This design comes from an exercise in tuning for small area, a short achievable clock period and few clock cycles on the open sky130 flow, not from production work.
Where RTL was checked, it was by simulation tests only, not by an equivalence proof against the original.
Power and IR drop assume default switching activity.

==> inputs of run a <==
==> flow/design.v <==
module sched_queue (
    input  wire        clk,
    input  wire        rst,
    input  wire        tick,
    input  wire        step_valid,
    input  wire [63:0] step_ht,
    input  wire        cmd_valid,
    input  wire [63:0] cmd_at,
    input  wire [3:0]  cmd_class,
    input  wire        cmd_strict,
    input  wire [19:0] cmd_lead,
    input  wire [7:0]  cmd_tag,
    output wire        ready,
    output wire [63:0] ht_now,
    output reg         rsp_valid,
    output reg  [2:0]  rsp_status,
    output reg  [7:0]  rsp_tag,
    output reg         rsp_high,
    output wire        ex_valid,
    output wire [7:0]  ex_tag,
    output wire        ex_late
);
    localparam N  = 8;
    localparam EW = 63;                  
    localparam [2:0] ST_QUEUED    = 3'd0;
    localparam [2:0] ST_BUSY      = 3'd1;
    localparam [2:0] ST_BAD_PARAM = 3'd2;
    localparam [2:0] ST_LATE      = 3'd3;
    localparam [2:0] ST_NOW       = 3'd4;
    reg [EW-1:0] ht;
    reg          armed;
    reg [N-1:0]  v;                      
    reg [N-1:0]  f;                      
    reg [EW-1:0] k_e;                    
    reg [3:0]    k_c;
    reg [N-1:0]  oh;                     
    reg [EW-1:0] oh_en;                  
    reg [EW-1:0] e_tick  [0:N-1];
    reg [3:0]    e_class [0:N-1];
    reg          e_late  [0:N-1];
    reg [7:0]    e_tag   [0:N-1];
    reg [N-1:0]  p [0:N-1];
    reg [N-1:0]  q [0:N-1];
    integer a, b;
    function automatic [1:0] cmp_lt_eq(input [63:0] xn, input [63:0] y);
        reg [63:0] l, e;
        integer k, w;
        begin
            for (k = 0; k < 64; k = k + 1) begin
                l[k] = xn[k] & y[k];
                e[k] = xn[k] ^ y[k];
            end
            for (w = 1; w < 64; w = w * 2)
                for (k = 0; k < 64; k = k + 2 * w) begin
                    l[k] = l[k+w] | (e[k+w] & l[k]);
                    e[k] = e[k+w] & e[k];
                end
            cmp_lt_eq = {l[0], e[0]};
        end
    endfunction
    wire [63:0] k_en = ~{1'b0, k_e};
    reg [N-1:0] nf;                      
    reg [N-1:0] ns;                      
    reg [1:0]   c;
    always @(*) begin
        for (a = 0; a < N; a = a + 1) begin
            c     = cmp_lt_eq(k_en, {1'b0, e_tick[a]});
            ns[a] = c[0];
            nf[a] = c[1] || (c[0] && (k_c < e_class[a]));
        end
    end
    wire [N-1:0] old      = v & ~f;
    wire         has_old  = |old;
    wire         has_f    = |f;
    wire         more_old = |(old & ~oh);
    wire         f_first  = !has_old || |(nf & oh);
    wire         head_f   = has_f && f_first;
    wire [1:0] oh_c = cmp_lt_eq({1'b1, oh_en}, {1'b0, ht});
    wire [1:0] k_c2 = cmp_lt_eq(k_en, {1'b0, ht});
    wire oh_eq = oh_c[0];
    wire oh_lt = oh_c[1];
    wire k_eq  = k_c2[0];
    wire k_lt  = k_c2[1];
    wire oh_due = has_old && (oh_eq || oh_lt);
    wire k_due  = has_f && (k_eq || k_lt);
    reg other_eq;
    always @(*) begin
        other_eq = 1'b0;
        for (a = 0; a < N; a = a + 1)
            for (b = a + 1; b < N; b = b + 1)
                if (q[a][b] && old[a] && old[b] && (oh[a] || oh[b]))
                    other_eq = 1'b1;
    end
    wire [N-1:0] head     = head_f ? f : oh;
    wire         head_due = head_f ? k_due : oh_due;
    wire         head_lt  = head_f ? k_lt  : oh_lt;
    wire         second   = head_f ? oh_due
                                   : (k_due || other_eq || (oh_lt && more_old));
    reg [7:0] head_tag;
    reg       head_late;
    always @(*) begin
        head_tag  = 8'd0;
        head_late = 1'b0;
        for (a = 0; a < N; a = a + 1) begin
            head_tag  = head_tag  | ({8{head[a]}} & e_tag[a]);
            head_late = head_late | (head[a] & e_late[a]);
        end
    end
    assign ex_valid = head_due;
    assign ex_tag   = head_tag;
    assign ex_late  = head_late || head_lt;
    assign ready    = !(head_due && second);
    assign ht_now   = {1'b0, ht};
    wire [63:0] lead64   = {44'd0, cmd_lead};
    wire [63:0] ht64     = {1'b0, ht};
    wire [63:0] nat      = ~cmd_at;
    wire [63:0] csa_s    = ht64 ^ lead64 ^ nat;
    wire [63:0] csa_c    = (ht64 & lead64) | (ht64 & nat) | (lead64 & nat);
    wire [64:0] late_sum = {1'b0, csa_s} + {csa_c, 1'b0};
    wire        is_late  = late_sum[64];
    wire [EW-1:0] earliest = ht + {{(EW-20){1'b0}}, cmd_lead};
    wire [63:0] limit    = {1'b0, ht} + 64'h400_0000_0000;
    wire [1:0]  far_c    = cmp_lt_eq(~limit, cmd_at);
    wire        too_far  = far_c[1];
    wire        bad_cls  = (cmd_class == 4'd0) || (cmd_class > 4'd10);
    wire        at_zero  = (cmd_at == 64'd0);
    wire [N-1:0] popping = head & {N{head_due}};
    wire [N-1:0] v_left  = v & ~popping;
    wire         full    = &v_left;
    reg [2:0] status;
    always @(*) begin
        if (at_zero)                     status = ST_NOW;
        else if (bad_cls || too_far)     status = ST_BAD_PARAM;
        else if (is_late && cmd_strict)  status = ST_LATE;
        else if (full)                   status = ST_BUSY;
        else                             status = ST_QUEUED;
    end
    wire take_op = ready;
    wire insert  = take_op && cmd_valid && (status == ST_QUEUED);
    wire [EW-1:0] new_e = is_late ? earliest : cmd_at[EW-1:0];
    reg [3:0] occ;
    always @(*) begin
        occ = 4'd0;
        for (a = 0; a < N; a = a + 1)
            occ = occ + {3'd0, v_left[a]};
    end
    wire armed_now = armed || (occ < 4'd6);
    wire high      = insert && armed_now && (occ == 4'd6);
    reg [N-1:0] slot;
    reg         found;
    always @(*) begin
        slot  = {N{1'b0}};
        found = 1'b0;
        for (a = 0; a < N; a = a + 1)
            if (!v_left[a] && !found) begin
                slot[a] = 1'b1;
                found   = 1'b1;
            end
    end
    reg [N-1:0]  oh_next;
    reg [EW-1:0] oh_e_next;
    reg          prec;
    always @(*) begin
        for (a = 0; a < N; a = a + 1) begin
            oh_next[a] = v_left[a];
            for (b = 0; b < N; b = b + 1) begin
                if (b != a) begin
                    if (f[a])      prec = !nf[b];
                    else if (f[b]) prec = nf[a];
                    else           prec = (b < a) ? p[b][a] : !p[a][b];
                    if (v_left[b] && prec) oh_next[a] = 1'b0;
                end
            end
        end
        oh_e_next = {EW{1'b0}};
        for (a = 0; a < N; a = a + 1)
            oh_e_next = oh_e_next | ({EW{oh_next[a]}} & e_tick[a]);
    end
    always @(posedge clk) begin
        if (rst) begin
            ht        <= {EW{1'b0}};
            v         <= {N{1'b0}};
            f         <= {N{1'b0}};
            oh        <= {N{1'b0}};
            armed     <= 1'b1;
            rsp_valid <= 1'b0;
        end else begin
            armed     <= armed_now && !high;
            rsp_valid <= take_op && cmd_valid;
            v         <= v_left | (slot & {N{insert}});
            f         <= slot & {N{insert}};
            oh        <= oh_next;
            if (take_op) begin
                if (step_valid)
                    ht <= step_ht[EW-1:0];
                else if (tick)
                    ht <= ht + 1'b1;
            end
        end
    end
    always @(posedge clk) begin
        rsp_status <= status;
        rsp_tag    <= cmd_tag;
        rsp_high   <= high;
        k_e        <= new_e;
        k_c        <= cmd_class;
        oh_en      <= ~oh_e_next;
    end
    always @(posedge clk) begin
        for (a = 0; a < N; a = a + 1) begin
            if (slot[a]) begin
                e_tick[a]  <= new_e;
                e_class[a] <= cmd_class;
                e_late[a]  <= is_late;
                e_tag[a]   <= cmd_tag;
            end
        end
        for (a = 0; a < N; a = a + 1)
            for (b = a + 1; b < N; b = b + 1) begin
                if (f[a]) begin
                    p[a][b] <= nf[b];
                    q[a][b] <= ns[b];
                end else if (f[b]) begin
                    p[a][b] <= !nf[a];
                    q[a][b] <= ns[a];
                end
            end
    end
endmodule
==> flow/run.sh <==
#!/bin/bash
# synth_recipe.tcl (not shown) runs the flow's synth.tcl, then flattens the netlist and writes it again
# the make line also repeats each setting of config.mk as NAME=value (left out here)
make -C /OpenROAD-flow-scripts/flow DESIGN_CONFIG=/design/flow/config.mk WORK_HOME=/design/flow/orfs CLKGATE_MAP_FILE= SYNTH_SCRIPT=/design/flow/synth_recipe.tcl finish
==> flow/config.mk <==
export PLATFORM = sky130hd
export DESIGN_NAME = sched_queue
export DESIGN_NICKNAME = sched_queue
export VERILOG_FILES = /design/flow/design.v
export SDC_FILE = /design/flow/constraint.sdc
export NUM_CORES = 4
export LEC_CHECK = 0
export CAP_MARGIN = 70
export CORE_MARGIN = 2
export CORE_UTILIZATION = 40
export SLEW_MARGIN = 70
==> flow/constraint.sdc <==
create_clock -name core_clock -period 52.0 [get_ports {clk}]
set_input_delay 10.4000 -clock core_clock [delete_from_list [all_inputs] [get_ports {clk}]]
set_output_delay 10.4000 -clock core_clock [all_outputs]
set_load 0.01 [all_outputs]
==> run b (differences from run a) <==
==> flow/design.v, changed modules only <==
module sched_queue (
    input  wire        clk,
    input  wire        rst,
    input  wire        tick,
    input  wire        step_valid,
    input  wire [63:0] step_ht,
    input  wire        cmd_valid,
    input  wire [63:0] cmd_at,
    input  wire [3:0]  cmd_class,
    input  wire        cmd_strict,
    input  wire [19:0] cmd_lead,
    input  wire [7:0]  cmd_tag,
    output wire        ready,
    output wire [63:0] ht_now,
    output reg         rsp_valid,
    output reg  [2:0]  rsp_status,
    output reg  [7:0]  rsp_tag,
    output reg         rsp_high,
    output wire        ex_valid,
    output wire [7:0]  ex_tag,
    output wire        ex_late
);
    localparam N  = 8;
    localparam EW = 63;                  
    localparam [2:0] ST_QUEUED    = 3'd0;
    localparam [2:0] ST_BUSY      = 3'd1;
    localparam [2:0] ST_BAD_PARAM = 3'd2;
    localparam [2:0] ST_LATE      = 3'd3;
    localparam [2:0] ST_NOW       = 3'd4;
    reg [EW-1:0] ht;
    reg          armed;
    reg [N-1:0]  v;                      
    reg [N-1:0]  f;                      
    reg [EW-1:0] e_tick  [0:N-1];
    reg [3:0]    e_class [0:N-1];
    reg          e_late  [0:N-1];
    reg [7:0]    e_tag   [0:N-1];
    reg [N-1:0]  p [0:N-1];
    reg [N-1:0]  q [0:N-1];
    reg [EW-1:0] k_e;                    
    reg [3:0]    k_c;
    reg [7:0]    k_tag;
    reg          k_late;                 
    reg          k_due;                  
    reg          k_lt;                   
    reg          k_unk;                  
    reg          k_first;                
    reg [N-1:0]  oh;
    reg          oh_due;                 
    reg          oh_lt;                  
    reg [7:0]    oh_tag;
    reg          oh_late;
    reg          oh_same;                
    reg          oh_more;                
    integer a, b;
    function automatic [1:0] cmp_lt_eq(input [63:0] xn, input [63:0] y);
        reg [63:0] l, e;
        integer k, w;
        begin
            for (k = 0; k < 64; k = k + 1) begin
                l[k] = xn[k] & y[k];
                e[k] = xn[k] ^ y[k];
            end
            for (w = 1; w < 64; w = w * 2)
                for (k = 0; k < 64; k = k + 2 * w) begin
                    l[k] = l[k+w] | (e[k+w] & l[k]);
                    e[k] = e[k+w] & e[k];
                end
            cmp_lt_eq = {l[0], e[0]};
        end
    endfunction
    wire exec_f   = !k_unk && k_due && (!oh_due || k_first);
    wire exec_o   = !k_unk && oh_due && !exec_f;
    wire second   = (k_due && oh_due) || (oh_due && (oh_same || (oh_lt && oh_more)));
    assign ex_valid = exec_f || exec_o;
    assign ex_tag   = exec_f ? k_tag : oh_tag;
    assign ex_late  = exec_f ? (k_late || k_lt) : (oh_late || oh_lt);
    assign ready    = !k_unk && !second;
    assign ht_now   = {1'b0, ht};
    wire [63:0] k_en = ~{1'b0, k_e};
    reg [N-1:0] nf;                      
    reg [N-1:0] ns;                      
    reg [1:0]   c;
    always @(*) begin
        for (a = 0; a < N; a = a + 1) begin
            c     = cmp_lt_eq(k_en, {1'b0, e_tick[a]});
            ns[a] = c[0];
            nf[a] = c[1] || (c[0] && (k_c < e_class[a]));
        end
    end
    wire [63:0] lead64   = {44'd0, cmd_lead};
    wire [63:0] ht64     = {1'b0, ht};
    wire [63:0] nat      = ~cmd_at;
    wire [63:0] csa_s    = ht64 ^ lead64 ^ nat;
    wire [63:0] csa_c    = (ht64 & lead64) | (ht64 & nat) | (lead64 & nat);
    wire [64:0] late_sum = {1'b0, csa_s} + {csa_c, 1'b0};
    wire        is_late  = late_sum[64];
    wire [EW-1:0] earliest = ht + {{(EW-20){1'b0}}, cmd_lead};
    wire [63:0] limit    = {1'b0, ht} + 64'h400_0000_0000;
    wire [1:0]  far_c    = cmp_lt_eq(~limit, cmd_at);
    wire        too_far  = far_c[1];
    wire        bad_cls  = (cmd_class == 4'd0) || (cmd_class > 4'd10);
    wire        at_zero  = (cmd_at == 64'd0);
    wire [N-1:0] pop    = (f & {N{exec_f}}) | (oh & {N{exec_o}});
    wire [N-1:0] v_left = v & ~pop;
    wire         full   = &v_left;
    reg [2:0] status;
    always @(*) begin
        if (at_zero)                     status = ST_NOW;
        else if (bad_cls || too_far)     status = ST_BAD_PARAM;
        else if (is_late && cmd_strict)  status = ST_LATE;
        else if (full)                   status = ST_BUSY;
        else                             status = ST_QUEUED;
    end
    wire take_op = ready;
    wire insert  = take_op && cmd_valid && (status == ST_QUEUED);
    wire [EW-1:0] new_e = is_late ? earliest : cmd_at[EW-1:0];
    wire [EW-1:0] ht_inc  = ht + 1'b1;
    wire [EW-1:0] ht_next = !take_op   ? ht :
                            step_valid ? step_ht[EW-1:0] :
                            tick       ? ht_inc : ht;
    wire [1:0] at_c    = cmp_lt_eq(~{1'b0, ht}, cmd_at);   
    wire       at_le0  = !at_c[1];                         
    wire       at_eq1  = (cmd_at == {1'b0, ht_inc});       
    wire       lead0   = (cmd_lead == 20'd0);
    wire       lead1   = (cmd_lead == 20'd1);
    wire       new_le  = tick ? ((lead0 || lead1) && (at_le0 || at_eq1))
                              : (lead0 && at_le0);
    wire       new_lt  = tick && lead0 && at_le0;
    reg [3:0] occ;
    always @(*) begin
        occ = 4'd0;
        for (a = 0; a < N; a = a + 1)
            occ = occ + {3'd0, v_left[a]};
    end
    wire armed_now = armed || (occ < 4'd6);
    wire high      = insert && armed_now && (occ == 4'd6);
    reg [N-1:0] slot;
    reg         found;
    always @(*) begin
        slot  = {N{1'b0}};
        found = 1'b0;
        for (a = 0; a < N; a = a + 1)
            if (!v_left[a] && !found) begin
                slot[a] = 1'b1;
                found   = 1'b1;
            end
    end
    reg [N-1:0]  oh_next;
    reg [EW-1:0] oh_e_next;
    reg [7:0]    oh_tag_next;
    reg          oh_late_next;
    reg [3:0]    oh_cls_next;
    reg          same_next;
    reg          prec;
    reg          eqr;
    always @(*) begin
        for (a = 0; a < N; a = a + 1) begin
            oh_next[a] = v_left[a];
            for (b = 0; b < N; b = b + 1) begin
                if (b != a) begin
                    if (f[a])      prec = !nf[b];
                    else if (f[b]) prec = nf[a];
                    else           prec = (b < a) ? p[b][a] : !p[a][b];
                    if (v_left[b] && prec) oh_next[a] = 1'b0;
                end
            end
        end
        oh_e_next    = {EW{1'b0}};
        oh_tag_next  = 8'd0;
        oh_late_next = 1'b0;
        oh_cls_next  = 4'd0;
        for (a = 0; a < N; a = a + 1) begin
            oh_e_next    = oh_e_next    | ({EW{oh_next[a]}} & e_tick[a]);
            oh_tag_next  = oh_tag_next  | ({8{oh_next[a]}}  & e_tag[a]);
            oh_late_next = oh_late_next | (oh_next[a] & e_late[a]);
            oh_cls_next  = oh_cls_next  | ({4{oh_next[a]}}  & e_class[a]);
        end
        same_next = 1'b0;
        for (a = 0; a < N; a = a + 1)
            for (b = a + 1; b < N; b = b + 1) begin
                if (f[a])      eqr = ns[b];
                else if (f[b]) eqr = ns[a];
                else           eqr = q[a][b];
                if (eqr && v_left[a] && v_left[b] && (oh_next[a] || oh_next[b]))
                    same_next = 1'b1;
            end
    end
    wire [1:0] oh_c = cmp_lt_eq(~{1'b0, oh_e_next}, {1'b0, ht_next});
    always @(posedge clk) begin
        if (rst) begin
            ht        <= {EW{1'b0}};
            v         <= {N{1'b0}};
            f         <= {N{1'b0}};
            armed     <= 1'b1;
            rsp_valid <= 1'b0;
            k_due     <= 1'b0;
            k_unk     <= 1'b0;
            oh_due    <= 1'b0;
            oh_same   <= 1'b0;
            oh_more   <= 1'b0;
        end else begin
            ht        <= ht_next;
            armed     <= armed_now && !high;
            rsp_valid <= take_op && cmd_valid;
            v         <= v_left | (slot & {N{insert}});
            f         <= slot & {N{insert}};
            k_due     <= insert && !step_valid && new_le;
            k_unk     <= insert && step_valid;
            oh_due    <= (|v_left) && (oh_c[1] || oh_c[0]);
            oh_same   <= same_next;
            oh_more   <= |(v_left & ~oh_next);
        end
    end
    always @(posedge clk) begin
        rsp_status <= status;
        rsp_tag    <= cmd_tag;
        rsp_high   <= high;
        k_e        <= new_e;
        k_c        <= cmd_class;
        k_tag      <= cmd_tag;
        k_late     <= is_late;
        k_lt       <= new_lt;
        k_first    <= new_lt || (cmd_class < oh_cls_next);
        oh         <= oh_next;
        oh_lt      <= oh_c[1];
        oh_tag     <= oh_tag_next;
        oh_late    <= oh_late_next;
    end
    always @(posedge clk) begin
        for (a = 0; a < N; a = a + 1) begin
            if (slot[a]) begin
                e_tick[a]  <= new_e;
                e_class[a] <= cmd_class;
                e_late[a]  <= is_late;
                e_tag[a]   <= cmd_tag;
            end
        end
        for (a = 0; a < N; a = a + 1)
            for (b = a + 1; b < N; b = b + 1) begin
                if (f[a]) begin
                    p[a][b] <= nf[b];
                    q[a][b] <= ns[b];
                end else if (f[b]) begin
                    p[a][b] <= !nf[a];
                    q[a][b] <= ns[a];
                end
            end
    end
endmodule
Settings changed: CAP_MARGIN 70 to 20, SLEW_MARGIN 70 to 20.
==> run c (differences from run a) <==
--- a/flow/design.v
+++ b/flow/design.v
@@ -36,3 +36,3 @@
     reg [N-1:0]  oh;                     
-    reg [EW-1:0] oh_en;                  
+    reg [EW-1:0] oh_e;                   
     reg [EW-1:0] e_tick  [0:N-1];
@@ -44,27 +44,8 @@
     integer a, b;
-    function automatic [1:0] cmp_lt_eq(input [63:0] xn, input [63:0] y);
-        reg [63:0] l, e;
-        integer k, w;
-        begin
-            for (k = 0; k < 64; k = k + 1) begin
-                l[k] = xn[k] & y[k];
-                e[k] = xn[k] ^ y[k];
-            end
-            for (w = 1; w < 64; w = w * 2)
-                for (k = 0; k < 64; k = k + 2 * w) begin
-                    l[k] = l[k+w] | (e[k+w] & l[k]);
-                    e[k] = e[k+w] & e[k];
-                end
-            cmp_lt_eq = {l[0], e[0]};
-        end
-    endfunction
-    wire [63:0] k_en = ~{1'b0, k_e};
     reg [N-1:0] nf;                      
     reg [N-1:0] ns;                      
-    reg [1:0]   c;
-    always @(*) begin
-        for (a = 0; a < N; a = a + 1) begin
-            c     = cmp_lt_eq(k_en, {1'b0, e_tick[a]});
-            ns[a] = c[0];
-            nf[a] = c[1] || (c[0] && (k_c < e_class[a]));
+    always @(*) begin
+        for (a = 0; a < N; a = a + 1) begin
+            ns[a] = (k_e == e_tick[a]);
+            nf[a] = (k_e < e_tick[a]) || (ns[a] && (k_c < e_class[a]));
         end
@@ -77,8 +58,6 @@
     wire         head_f   = has_f && f_first;
-    wire [1:0] oh_c = cmp_lt_eq({1'b1, oh_en}, {1'b0, ht});
-    wire [1:0] k_c2 = cmp_lt_eq(k_en, {1'b0, ht});
-    wire oh_eq = oh_c[0];
-    wire oh_lt = oh_c[1];
-    wire k_eq  = k_c2[0];
-    wire k_lt  = k_c2[1];
+    wire oh_eq = (oh_e == ht);
+    wire oh_lt = (oh_e <  ht);
+    wire k_eq  = (k_e == ht);
+    wire k_lt  = (k_e <  ht);
     wire oh_due = has_old && (oh_eq || oh_lt);
@@ -122,4 +101,3 @@
     wire [63:0] limit    = {1'b0, ht} + 64'h400_0000_0000;
-    wire [1:0]  far_c    = cmp_lt_eq(~limit, cmd_at);
-    wire        too_far  = far_c[1];
+    wire        too_far  = cmd_at > limit;
     wire        bad_cls  = (cmd_class == 4'd0) || (cmd_class > 4'd10);
@@ -206,3 +184,3 @@
         k_c        <= cmd_class;
-        oh_en      <= ~oh_e_next;
+        oh_e       <= oh_e_next;
     end
Settings changed: CAP_MARGIN 70 to 20, SLEW_MARGIN 70 to 20.
==> impl_metrics.py <==
metrics = {
    "pwr": {
        "p_clk_mw": 0.727,
        "pwr-share-comb_pct": 18.5,
    },
    "placed_design": {
        "dp_cells": 7273,
        "pre_cts_ws_ns": 35.55,
    },
    "global_route": {
        "grtUsageMet3_pct": 4.416,
    },
    "cells_and_area": {
        "n_fill_cell": 12680,
        "syn2layout_area_growth_pct": 14.71,
        "buffers": 343,
    },
    "outcome": {
        "status": "finished clean",
    },
    "setup_path": {
        "slowest_stage": "a21oi_1",
    },
    "timing": {
        "fin_worst_skew_ns": 0.03781,
    },
    "floorplanning": {
        "initial_utilization_pct": 40.15,
    },
}
Source of the figures above: run b

==> impl_metrics.py <==
metrics = {
    "timing": {
        "slew_headroom_pct": 66.46,
        "fin_worst_skew_ns": 0.03854,
    },
    "pwr": {
        "pwr-share-comb_pct": 19.6,
        "p_clk_mw": 0.775,
    },
    "outcome": {
        "status": "finished clean",
    },
    "cells_and_area": {
        "buffers": 473,
        "n_fill_cell": 12460,
        "syn2layout_area_growth_pct": 20.04,
    },
    "placed_design": {
        "dp_cells": 7240,
        "pre_cts_ws_ns": 35.39,
    },
    "floorplanning": {
        "initial_utilization_pct": 40.34,
    },
    "global_route": {
        "grtUsageMet3_pct": 5.440,
    },
    "worst_hold_path": {
        "holdPathEnd": "armed$_SDFF_PP1_",
    },
}
Source of the figures above: run a

==> impl_metrics.py <==
metrics = {
    "outcome": {
        "status": "finished clean",
    },
    "placed_design": {
        "dp_cells": 7724,
        "pre_cts_ws_ns": 33.89,
    },
    "setup_path": {
        "slowest_stage": "nor4_1",
    },
    "synthesis": {
        "synth_xor_area_share_pct": 1.199,
    },
    "cells_and_area": {
        "syn2layout_area_growth_pct": 14.94,
        "buffers": 347,
    },
    "timing": {
        "fin_worst_skew_ns": 0.04218,
    },
    "floorplanning": {
        "initial_utilization_pct": 40.28,
    },
    "pwr": {
        "pwr-share-comb_pct": 17.7,
        "p_clk_mw": 0.756,
    },
    "global_route": {
        "grtUsageMet3_pct": 6.739,
    },
}
Source of the figures above: run c

Testbench counts of run b, summed over its fixed seeds: cycles 26,019.
The RTL of run a and run c was laid out without a check of its function.

## port drivers added, routing unchanged
No port has a modelled driver above. Below, the same layouts with a new extraction and two added sets of constraints.
Step 1: set_driving_cell puts a clkbuf_16 on clk and a buf_2 on each other input, an assumption about the parent block.
Step 2 moves the port delays by t, midway between the first and last clock arrival at a register: inputs arrive t later, outputs are due t later. That takes back most of the time a late clock gives input paths.
a / b / c = ideal / step 1 / step 2; a / b = the first two.
| run | t (ns) | setup WS [ns] | worst data-port slew with drivers (ns) | cell pins on the clock port's net |
|---|---|---|---|---|
| run a | 0.784 | 35.163 / 35.086 / 35.119 | 0.16 | 1 |
| run b | 0.775 | 36.045 / 36.096 / 35.321 | 0.08 | 1 |
| run c | 0.801 | 34.211 / 34.125 / 33.845 | 0.14 | 1 |
After both steps every run listed still meets setup and hold. The setup slack of run b, which loses most, moves by +0.051 ns with the drivers and by -0.724 ns with both steps.
